This is an optimization exercise on Yosys and OpenROAD, whose aim is small area, a short achievable clock period and few clock cycles per item, not a production implementation.
Where RTL was checked, it was by simulation tests only, not by an equivalence proof against the original.
No activity file was given, so power comes from the tool's default toggle rates.

==> run Z <==
==> flow/design.v (excerpt) <==
module pfe_xw (
    input  wire         clk,
    input  wire         rst,
    input  wire         cmd_valid,
    output wire         cmd_ready,
    input  wire [1:0]   cmd_mode,      
    input  wire [31:0]  cmd_weight,    
    input  wire [7:0]   cmd_k,         
    input  wire [271:0] cmd_model,     
    input  wire [15:0]  cmd_len,       
    input  wire         s_valid,
    output wire         s_ready,
    input  wire [15:0]  s_value,
    input  wire [3:0]   s_flags,       
    input  wire         s_rok,         
    input  wire [2:0]   s_tap,         
    output reg          m_valid,
    input  wire         m_ready,
    output reg  [15:0]  m_value,
    output reg  [3:0]   m_flags,
    output reg          m_last
);
==> flow/config.mk <==
export PLATFORM = sky130hd
export DESIGN_NAME = pfe_xw
export DESIGN_NICKNAME = pfe_xw
export VERILOG_FILES = /design/flow/design.v
export SDC_FILE = /design/flow/constraint.sdc
export NUM_CORES = 4
export LEC_CHECK = 0
export CAP_MARGIN = 20
export CORE_MARGIN = 2
export CORE_UTILIZATION = 65
export PLACE_DENSITY = 0.72
export SLEW_MARGIN = 20
export BUFFER_PORTS_ARGS = -buffer_cell sky130_fd_sc_hd__buf_1
==> flow/constraint.sdc <==
create_clock -name core_clock -period 26.0 [get_ports {clk}]
set_input_delay 5.2000 -clock core_clock [delete_from_list [all_inputs] [get_ports {clk}]]
set_output_delay 5.2000 -clock core_clock [all_outputs]
set_load 0.01 [all_outputs]
standard.sh (not shown) runs the stock make flow with config.mk's settings and CLKGATE_MAP_FILE= SYNTH_SCRIPT=/design/flow/synth_recipe.tcl, a recipe that flattens the netlist after the stock synthesis.
==> flow/flow/run.sh <==
#!/bin/bash
# The standard layout, with every input and output port buffered by a
# sky130_fd_sc_hd__buf_1 instead of the default port buffer cell.
set -euo pipefail
echo 'export BUFFER_PORTS_ARGS = -buffer_cell sky130_fd_sc_hd__buf_1' >> config.mk
bash standard.sh > standard.log 2>&1
==> run E: changes against run Z <==
--- a/flow/design.v
+++ b/flow/design.v
@@ -50,26 +50,24 @@
             end
         end
     end
     reg [15:0] ix;
     reg [3:0]  ifl;
     reg        irok;
     reg [2:0]  itap;
     reg        ilast;
-    reg [3:0]  ike;        
     wire i_load = !iv || adv;
     always @(posedge clk) begin
         if (i_load) begin
             ix    <= s_value;
             ifl   <= s_flags;
             irok  <= s_rok;
             itap  <= s_tap;
             ilast <= (remain == 16'd1);
-            ike   <= {1'b0, s_value[15:13]} + {3'd0, s_value[12]};
         end
     end
     reg [15:0] px0, px1, px2, px3, px4, px5, px6;
     reg [2:0]  pt0, pt1, pt2, pt3, pt4, pt5, pt6;      
     reg [6:0]  pok;                                    
     reg [6:0]  ptg;                                    
     reg [3:0]  prl;                                    
     reg [3:0]  pf0, pf1, pf2, pf3;                     
@@ -85,17 +83,17 @@
     assign fl[2] = prl[2] && (!expect_s || ptg[2] != cur_tag);
     assign fl[3] = prl[3] && (!expect_s || ptg[3] != cur_tag);
     wire en0 = adv && (iv || fl[0]);
     wire en1 = adv && (iv || fl[0] || fl[1]);
     wire en2 = adv && (iv || fl[0] || fl[1] || fl[2]);
     wire en3 = adv && (iv || fl[0] || fl[1] || fl[2] || fl[3]);
     wire [3:0]  ki  = ix[15:12];
     wire [2:0]  ko  = ki[3:1];                
-    wire [3:0]  ke  = ike;                    
+    wire [3:0]  ke  = {1'b0, ki[3:1]} + {3'd0, ki[0]};    
     reg  [15:0] m_odd, m_even;
     integer q;
     always @* begin
         m_odd  = 16'd0;
         m_even = 16'd0;
         for (q = 0; q < 8; q = q + 1)
             if (ko == q[2:0]) m_odd = model[32*q + 16 +: 16];
         for (q = 0; q < 9; q = q + 1)
@@ -156,45 +154,29 @@
             d_hi <= {1'b0, px2} + {1'b0, c_lim};
             px4 <= px3;  pt4 <= pt3;  ptg[4] <= ptg[3];
             px5 <= px4;  pt5 <= pt4;  ptg[5] <= ptg[4];
             px6 <= px5;  pt6 <= pt5;  ptg[6] <= ptg[5];
         end
     end
     wire [1:0]  e_md  = ptg[3] ? md1 : md0;
     wire        e_byp = (e_md == 2'd0) || pf3[0] || pf3[2];
-    function ge16;
-        input [15:0] a;
-        input [15:0] b;
-        reg   [15:0] g, l;
-        integer i, w;
-        begin
-            g = a & ~b;
-            l = ~a & b;
-            for (w = 1; w < 16; w = w * 2)
-                for (i = 0; i < 16; i = i + 2 * w) begin
-                    g[i] = g[i + w] | (~l[i + w] & g[i]);
-                    l[i] = l[i + w] | (~g[i + w] & l[i]);
-                end
-            ge16 = ~l[0];
-        end
-    endfunction
     function adm_f;
         input [15:0] xj;
         input [2:0]  tj;
         input        okj;
         input        tgj;
         input [2:0]  tc;
         input        tgc;
         input [16:0] lo;
         input [16:0] hi;
         begin
             adm_f = okj && (tgj == tgc) && (tj == tc)
-                    && (lo[16] || ge16(xj, lo[15:0]))
-                    && (hi[16] || ge16(hi[15:0], xj));
+                    && (lo[16] || xj >= lo[15:0])
+                    && (hi[16] || xj <= hi[15:0]);
         end
     endfunction
     wire a0 = !e_byp && e_md[1] && adm_f(px0, pt0, pok[0], ptg[0], pt3, ptg[3], d_lo, d_hi);
     wire a1 = !e_byp &&            adm_f(px1, pt1, pok[1], ptg[1], pt3, ptg[3], d_lo, d_hi);
     wire a2 = !e_byp &&            adm_f(px2, pt2, pok[2], ptg[2], pt3, ptg[3], d_lo, d_hi);
     wire a4 = !e_byp &&            adm_f(px4, pt4, pok[4], ptg[4], pt3, ptg[3], d_lo, d_hi);
     wire a5 = !e_byp &&            adm_f(px5, pt5, pok[5], ptg[5], pt3, ptg[3], d_lo, d_hi);
     wire a6 = !e_byp && e_md[1] && adm_f(px6, pt6, pok[6], ptg[6], pt3, ptg[3], d_lo, d_hi);
@@ -247,17 +229,17 @@
             w2_v <= 1'b0;
         else if (adv)
             w2_v <= w1_v;
         if (adv) begin
             w2_a <= m_a;  w2_b <= m_b;  w2_w <= m_w;  w2_w3 <= m_w3;
             w2_f <= w1_f;  w2_l <= w1_l;
         end
     end
-    wire [26:0] m2_n = w2_a + w2_b;
+    wire [26:0] m2_n = w2_a + w2_b + {17'd0, w2_w[10:1]};
     function [26:0] div_step;   
         input [26:0] rq;
         input [10:0] d;
         input [12:0] d3;
         reg   [13:0] t1, t2, t3;
         reg   [12:0] rr;
         reg   [10:0] r;
         reg   [15:0] nq;
@@ -272,44 +254,41 @@
             else if (!t2[13]) div_step = {t2[10:0], nq[13:0], 2'd2};
             else if (!t1[13]) div_step = {t1[10:0], nq[13:0], 2'd1};
             else              div_step = {rr[10:0], nq[13:0], 2'd0};
         end
     endfunction
     reg        d1_v, d2_v, d3_v, d4_v;
     reg [26:0] d1_rq, d2_rq, d3_rq, d4_rq;
     reg [10:0] d1_d, d2_d, d3_d, d4_d;
-    reg [12:0] d1_d3, d2_d3, d3_d3;
+    reg [12:0] d1_d3, d2_d3, d3_d3, d4_d3;
     reg [3:0]  d1_f, d2_f, d3_f, d4_f;
     reg        d1_l, d2_l, d3_l, d4_l;
     wire [26:0] dr1 = div_step(m2_n, w2_w, w2_w3);
     wire [26:0] dr2 = div_step(div_step(d1_rq, d1_d, d1_d3), d1_d, d1_d3);
     wire [26:0] dr3 = div_step(div_step(d2_rq, d2_d, d2_d3), d2_d, d2_d3);
     wire [26:0] dr4 = div_step(div_step(d3_rq, d3_d, d3_d3), d3_d, d3_d3);
-    wire [12:0] d4_d3 = {2'b00, d4_d} + {1'b0, d4_d, 1'b0};    
     wire [26:0] dr5 = div_step(d4_rq, d4_d, d4_d3);
-    wire [10:0] half_up = {1'b0, d4_d[10:1]} + {10'd0, d4_d[0]};
-    wire [15:0] quo = dr5[15:0] + {15'd0, (dr5[26:16] >= half_up)};
     always @(posedge clk) begin
         if (rst) begin
             d1_v <= 1'b0;
             d2_v <= 1'b0;
             d3_v <= 1'b0;
             d4_v <= 1'b0;
         end else if (adv) begin
             d1_v <= w2_v;
             d2_v <= d1_v;
             d3_v <= d2_v;
             d4_v <= d3_v;
         end
         if (adv) begin
             d1_rq <= dr1;  d1_d <= w2_w;  d1_d3 <= w2_w3;  d1_f <= w2_f;  d1_l <= w2_l;
             d2_rq <= dr2;  d2_d <= d1_d;  d2_d3 <= d1_d3;  d2_f <= d1_f;  d2_l <= d1_l;
             d3_rq <= dr3;  d3_d <= d2_d;  d3_d3 <= d2_d3;  d3_f <= d2_f;  d3_l <= d2_l;
-            d4_rq <= dr4;  d4_d <= d3_d;  d4_f <= d3_f;  d4_l <= d3_l;
+            d4_rq <= dr4;  d4_d <= d3_d;  d4_d3 <= d3_d3;  d4_f <= d3_f;  d4_l <= d3_l;
         end
     end
     reg [15:0] sk_value;
     reg [3:0]  sk_flags;
     reg        sk_last;
     wire push = adv && d4_v;
     wire pop  = m_valid && m_ready;
     always @(posedge clk) begin
@@ -324,22 +303,22 @@
             end else if (push) begin
                 if (m_valid && !pop) s_v <= 1'b1;
                 else                 m_valid <= 1'b1;
             end else if (pop) begin
                 m_valid <= 1'b0;
             end
         end
         if (!m_valid || m_ready) begin
-            m_value <= s_v ? sk_value : quo;
+            m_value <= s_v ? sk_value : dr5[15:0];
             m_flags <= s_v ? sk_flags : d4_f;
             m_last  <= s_v ? sk_last  : d4_l;
         end
         if (!s_v) begin
-            sk_value <= quo;
+            sk_value <= dr5[15:0];
             sk_flags <= d4_f;
             sk_last  <= d4_l;
         end
     end
     wire s_v_n = s_v ? !pop : (push && m_valid && !pop);
     wire iv_n  = s_fire || (iv && !adv);
     wire exp_n = cmd_fire || (expect_s && !(s_fire && remain == 16'd1));
     assign old_busy = (prl[0] && ptg[0] != cur_tag) || (prl[1] && ptg[1] != cur_tag)
==> comparison <==
Between run Z and run E, the lower critical path depth is in run E (gap 21). Run E produced a clean layout. Run Z finished clean. Against run Z, the sequential share of layout area of run E is higher by 0.13 points. Between run Z and run E, the lower combinational power is in run E (gap 7.7%, measured against run E). Of run Z and run E, run E has the higher register-to-register slack (gap 610 ps). Against run Z, the setup slack of run E is better by 290 ps. In run E the die area is larger than in run Z, by 0.33%. In run E the global-route usage is lower than in run Z, by 1.4 points. Against run E, the design area of run Z is lower by 0.36%.
Testbench counts of run Z, summed over its fixed seeds: cycles 53,124, samples 52,260.
For run E, only the layout was checked, not whether the RTL still works.

==> re-timing with driven ports <==
Ports are ideal in the flow. The routed layouts listed here were re-timed in OpenROAD. Step 1 sets driving cells, clkbuf_16 on the clock port and buf_2 on the other inputs (assumed; they add their load-dependent delay and slew). Step 2 adds t to the input delays and takes it off the output delays; t is the mean of the earliest and latest rising clock arrival at the registers after step 1. Input paths then give back, and output paths get back, about the clock's delay inside the block. a / b / c = ideal ports / drivers / drivers and shift; a / b = the first two.
| run | t (ns) | setup slack, ns | worst data-port slew with drivers (ns) |
|---|---|---|---|
| run Z | 0.838 | 18.884 / 18.884 / 18.884 | 0.24 |
| run E | 0.833 | 19.171 / 19.090 / 19.195 | 0.22 |
After both steps setup and hold are still met in every run listed.
